This is an optimization exercise on Yosys and OpenROAD, whose aim is small area, a short achievable clock period and few clock cycles per item, not a production implementation.
In this exercise RTL edits were held to simulation tests only and were not proved equivalent to the original.

==> flow/design.v (excerpt) <==
module cefu (
    input             clk,
    input             rst,
    input             in_valid,
    output            in_ready,
    input      [1:0]  in_op,
    input      [15:0] in_a,
    input      [15:0] in_b,
    output reg        out_valid,
    output reg [15:0] out_res,
    output reg [15:0] out_res2,
    output            out_z,
    output            out_n,
    output reg        out_v
);
Size in the first run: about 2700 cells after synthesis, roughly 130 flip-flops.
==> module cefu, before the edit <==
module cefu (
    input             clk,
    input             rst,
    input             in_valid,
    output            in_ready,
    input      [1:0]  in_op,
    input      [15:0] in_a,
    input      [15:0] in_b,
    output reg        out_valid,
    output reg [15:0] out_res,
    output reg [15:0] out_res2,
    output            out_z,
    output            out_n,
    output reg        out_v
);
    localparam K   = 3;                 
    localparam NCD = (15 + K - 1) / K;        
    localparam XD  = NCD * K - 15;            
    localparam NCS = (12 + K - 1) / K;        
    localparam QW  = 15 + XD;                 
    localparam NL  = K - XD;                  
    function [15:0] lookup(input [13:0] r, input m, input n);
        reg [7:0] i;
        reg [7:0] f;
        begin
            i = m ? ~r[13:6] : r[13:6];
            f = m ? 8'd64 - {2'b00, r[5:0]} : {2'b00, r[5:0]};
            lookup = {i, n ? 8'd0 - f : f};
        end
    endfunction
    reg          busy;
    reg          sc;      
    reg          sq;      
    reg          early;   
    reg          e_zero;  
    reg          e_v;     
    reg [2:0]    cnt;
    reg [18:0]   t_r;     
    reg [16:0]   d_r;     
    reg [QW-1:0] q_r;     
    reg          neg;     
    reg          neg2;    
    reg [22:0]   e_r;     
    reg [7:0]    fs_r;    
    reg          ns_r;    
    reg          s_fin;   
    wire signed [8:0]  dsg = {1'b0, e_r[7:0]};
    wire signed [7:0]  fs  = fs_r;
    wire signed [16:0] dfs = dsg * fs;
    wire signed [21:0] qsg = {ns_r, e_r[22:8] ^ {15{ns_r}}, 6'd0};
    wire signed [21:0] acc = qsg + dfs + (ns_r ? 22'sd95 : 22'sd32);
    wire [15:0] s_now = acc[21:6];
    wire [7:0]  fs2   = ((neg == neg2) ? 8'd0 - d_r[7:0] : d_r[7:0]) + (neg2 ? 8'hC0 : 8'h40);
    reg [18:0]   t_s [0:K];
    reg [14:0]   rt_s [0:K];    
    reg [QW-1:0] q_s [0:K];
    reg [16:0]   d;
    reg [19:0]   df;
    reg [16:0]   r;
    reg          ge;
    integer      k;
    always @* begin
        t_s[0]  = t_r;
        rt_s[0] = d_r[16:2];
        q_s[0]  = q_r;
        for (k = 0; k < K; k = k + 1) begin
            d  = (k == 0 || !sq) ? d_r : {rt_s[k], 2'b01};
            df = {1'b0, t_s[k]} - {3'b000, d};
            ge = !df[19];
            r  = ge ? df[16:0] : t_s[k][16:0];
            rt_s[k+1] = {rt_s[k][13:0], ge};
            if (sq) begin
                t_s[k+1] = {r, q_s[k][QW-1:QW-2]};
                q_s[k+1] = {q_s[k][QW-3:0], 2'b00};
            end else begin
                t_s[k+1] = {2'b00, r[15:0], 1'b0};
                q_s[k+1] = {q_s[k][QW-2:0], ge};
            end
        end
    end
    wire lastc = sc || (early ? !s_fin : cnt == (sq ? NCS - 1 : NCD - 1));
    assign in_ready = !busy || (lastc && !(sc && in_op == 2'd0));
    wire accept = in_valid && in_ready;
    assign out_n = out_res[15];
    assign out_z = (out_res == 16'd0);
    wire [15:0] abs_a  = in_a[15] ? 16'd0 - in_a : in_a;
    wire [15:0] abs_b  = in_b[15] ? 16'd0 - in_b : in_b;
    wire        i_neg  = in_a[15] ^ in_b[15];
    wire        i_bz   = (in_b == 16'd0);
    wire        i_div  = (in_op == 2'd1);
    wire        i_sqrt = in_op[1];
    wire        i_sc   = !i_div && !i_sqrt;
    wire [15:0] i_lk   = lookup(in_a[13:0], !in_a[14], in_a[15] ^ in_a[14]);
    wire [14:0] qv = q_s[K][QW-1:XD];
    wire [15:0] qres;
    generate
        if (XD == 0) begin : g_spec
            wire [15:0] x0 = {1'b0, q_s[K-1][13:0], 1'b0};
            wire [15:0] x1 = {1'b0, q_s[K-1][13:0], 1'b1};
            wire [15:0] r0 = neg ? 16'd0 - x0 : x0;
            wire [15:0] r1 = neg ? 16'd0 - x1 : x1;
            assign qres = q_s[K][0] ? r1 : r0;
        end else begin : g_direct
            assign qres = neg ? 16'd0 - {1'b0, qv} : {1'b0, qv};
        end
    endgenerate
    reg  [5:0] s0_t;
    reg  [4:0] s0_d;
    reg  [3:0] s0_r;
    reg  [2:0] s0_q;
    integer    j;
    always @* begin
        s0_r = 4'd0;
        s0_q = 3'd0;
        for (j = 0; j < 3; j = j + 1) begin
            s0_t = {s0_r, in_a[14-2*j], in_a[13-2*j]};
            s0_d = {s0_q, 2'b01};
            if (s0_t >= {1'b0, s0_d}) begin
                s0_r = s0_t - {1'b0, s0_d};
                s0_q = {s0_q[1:0], 1'b1};
            end else begin
                s0_r = s0_t[3:0];
                s0_q = {s0_q[1:0], 1'b0};
            end
        end
    end
    wire        sc_cyc = busy && sc;
    wire [22:0] rom_e;
    romq_gen u_rom (.i(sc_cyc ? ~d_r[15:8] : i_lk[15:8]), .e(rom_e));
    always @(posedge clk) begin
        out_v    <= !s_fin && early && e_v;
        if (busy && sc)
            out_res2 <= s_now;
        else if (busy && lastc)
            out_res2 <= 16'd0;
        if (s_fin)
            out_res <= s_now;
        else if (early)
            out_res <= e_zero ? 16'h0000 : neg ? 16'h8000 : 16'h7FFF;
        else if (sq)
            out_res <= {1'b0, rt_s[K]};
        else
            out_res <= qres;
        cnt <= cnt + 3'd1;
        q_r <= q_s[K];
        e_r  <= rom_e;
        fs_r <= sc_cyc ? fs2  : i_lk[7:0];
        ns_r <= sc_cyc ? neg2 : in_a[15] ^ in_a[14];
        if (!sc) begin
            t_r <= t_s[K];
            d_r <= sq ? {rt_s[K], 2'b01} : d_r;
        end
        if (accept) begin
            sc     <= i_sc;
            sq     <= i_sqrt;
            early  <= i_div ? (abs_a >= abs_b) : (i_sqrt && in_a[15]);
            e_zero <= !i_div || (i_bz && in_a == 16'd0);
            e_v    <= !i_div || i_bz || !(i_neg && abs_a == abs_b);
            cnt    <= 3'd0;
            q_r    <= {in_a[6:0], {(QW-7){1'b0}}};
            neg    <= i_sc ? in_a[15] ^ in_a[14] : i_neg;
            neg2   <= in_a[15];
            t_r    <= i_div ? {2'b00, abs_a, 1'b0} : {13'd0, s0_r, in_a[8:7]};
            d_r    <= i_div ? {1'b0, abs_b} : i_sqrt ? {12'd0, s0_q, 2'b01} : {1'b0, i_lk};
        end
        if (rst) begin
            busy      <= 1'b0;
            out_valid <= 1'b0;
            s_fin     <= 1'b0;
        end else begin
            s_fin     <= busy && sc;
            out_valid <= s_fin || (busy && lastc && !sc);
            if (accept)
                busy <= 1'b1;
            else if (lastc)
                busy <= 1'b0;
        end
    end
endmodule
clock: 12.0 ns
lec_check: 0
abc_area: 1
cap_margin: 5
core_margin: 2
core_utilization: 30
cts_buf_list: sky130_fd_sc_hd__clkbuf_8
place_density: 0.6
setup_slack_margin: 5
slew_margin: 5
synth_memory_max_bits: 16384
run.sh (not shown) runs the stock make flow with config.mk's settings and CLKGATE_MAP_FILE= SYNTH_SCRIPT=/design/flow/synth_recipe.tcl, a recipe that flattens the netlist after the stock synthesis.
The starting point finished with timing, DRC and antenna clean.
Testbench counts at the start, summed over its fixed seeds: cycles 12,255, ops 4,000.
Rerun with:
--- a/flow/design.v
+++ b/flow/design.v
@@ -44,6 +44,7 @@
     reg [7:0]    fs_r;    
     reg          ns_r;    
     reg          s_fin;   
+    reg          sw;      
     wire signed [8:0]  dsg = {1'b0, e_r[7:0]};
     wire signed [7:0]  fs  = fs_r;
     wire signed [16:0] dfs = dsg * fs;
@@ -78,8 +79,8 @@
             end
         end
     end
-    wire lastc = sc || (early ? !s_fin : cnt == (sq ? NCS - 1 : NCD - 1));
-    assign in_ready = !busy || (lastc && !(sc && in_op == 2'd0));
+    wire lastc = sc ? !sw : (early ? !s_fin : cnt == (sq ? NCS - 1 : NCD - 1));
+    assign in_ready = !busy || lastc;
     wire accept = in_valid && in_ready;
     assign out_n = out_res[15];
     assign out_z = (out_res == 16'd0);
@@ -124,12 +125,13 @@
             end
         end
     end
-    wire        sc_cyc = busy && sc;
+    wire        sc_cyc = busy && sc && !sw;
+    wire        sw_cyc = busy && sc && sw;
     wire [22:0] rom_e;
-    romq_gen u_rom (.i(sc_cyc ? ~d_r[15:8] : i_lk[15:8]), .e(rom_e));
+    romq_gen u_rom (.i(sc_cyc ? ~d_r[15:8] : sw_cyc ? d_r[15:8] : i_lk[15:8]), .e(rom_e));
     always @(posedge clk) begin
         out_v    <= !s_fin && early && e_v;
-        if (busy && sc)
+        if (sc_cyc)
             out_res2 <= s_now;
         else if (busy && lastc)
             out_res2 <= 16'd0;
@@ -144,12 +146,11 @@
         cnt <= cnt + 3'd1;
         q_r <= q_s[K];
         e_r  <= rom_e;
-        fs_r <= sc_cyc ? fs2  : i_lk[7:0];
-        ns_r <= sc_cyc ? neg2 : in_a[15] ^ in_a[14];
-        if (!sc) begin
-            t_r <= t_s[K];
-            d_r <= sq ? {rt_s[K], 2'b01} : d_r;
-        end
+        fs_r <= sc_cyc ? fs2  : sw_cyc ? d_r[7:0] : i_lk[7:0];
+        ns_r <= sc_cyc ? neg2 : sw_cyc ? neg      : in_a[15] ^ in_a[14];
+        t_r <= t_s[K];
+        if (!sc && sq)
+            d_r <= {rt_s[K], 2'b01};
         if (accept) begin
             sc     <= i_sc;
             sq     <= i_sqrt;
@@ -167,8 +168,13 @@
             busy      <= 1'b0;
             out_valid <= 1'b0;
             s_fin     <= 1'b0;
+            sw        <= 1'b0;
         end else begin
-            s_fin     <= busy && sc;
+            s_fin     <= sc_cyc;
+            if (accept)
+                sw <= i_sc && sc_cyc;
+            else
+                sw <= 1'b0;
             out_valid <= s_fin || (busy && lastc && !sc);
             if (accept)
                 busy <= 1'b1;
After rerunning:
- die area hardly moves
- final area is lower by 1.9%
- wire length went down by 2.5%
- setup slack is worse by 0.15 ns
- via count climbs by 2.2%
- worst hold slack gets worse by 0.0096 ns
Testbench counts after the change, summed over its fixed seeds: cycles 12,255, ops 4,000.

==> separate check: timing with driven ports <==
No port has a modelled driver above. Below, the same layouts with a new extraction and two added sets of constraints.
Step 1 assumes that a clkbuf_16 drives the clock port and a buf_2 every other input.
Step 2 moves the port delays by t, midway between the first and last clock arrival at a register: inputs arrive t later, outputs are due t later. That takes back most of the time a late clock gives input paths.
Slacks: ideal ports / drivers / drivers and shift; pairs: ideal ports / drivers.
run | shift t [ns] | setup WS [ns] | worst setup path after step 2 | clock arrival spread, ns
the first run | 0.528 | 5.206 / 5.179 / 5.121 | input to register | 0.013 / 0.013
the second run | 0.541 | 5.056 / 5.056 / 4.515 | input to register | 0.030 / 0.030
After both steps every run listed still meets setup and hold. The setup slack of the second run, which loses most, moves by 0.000 ns with the drivers and by -0.541 ns with both steps.
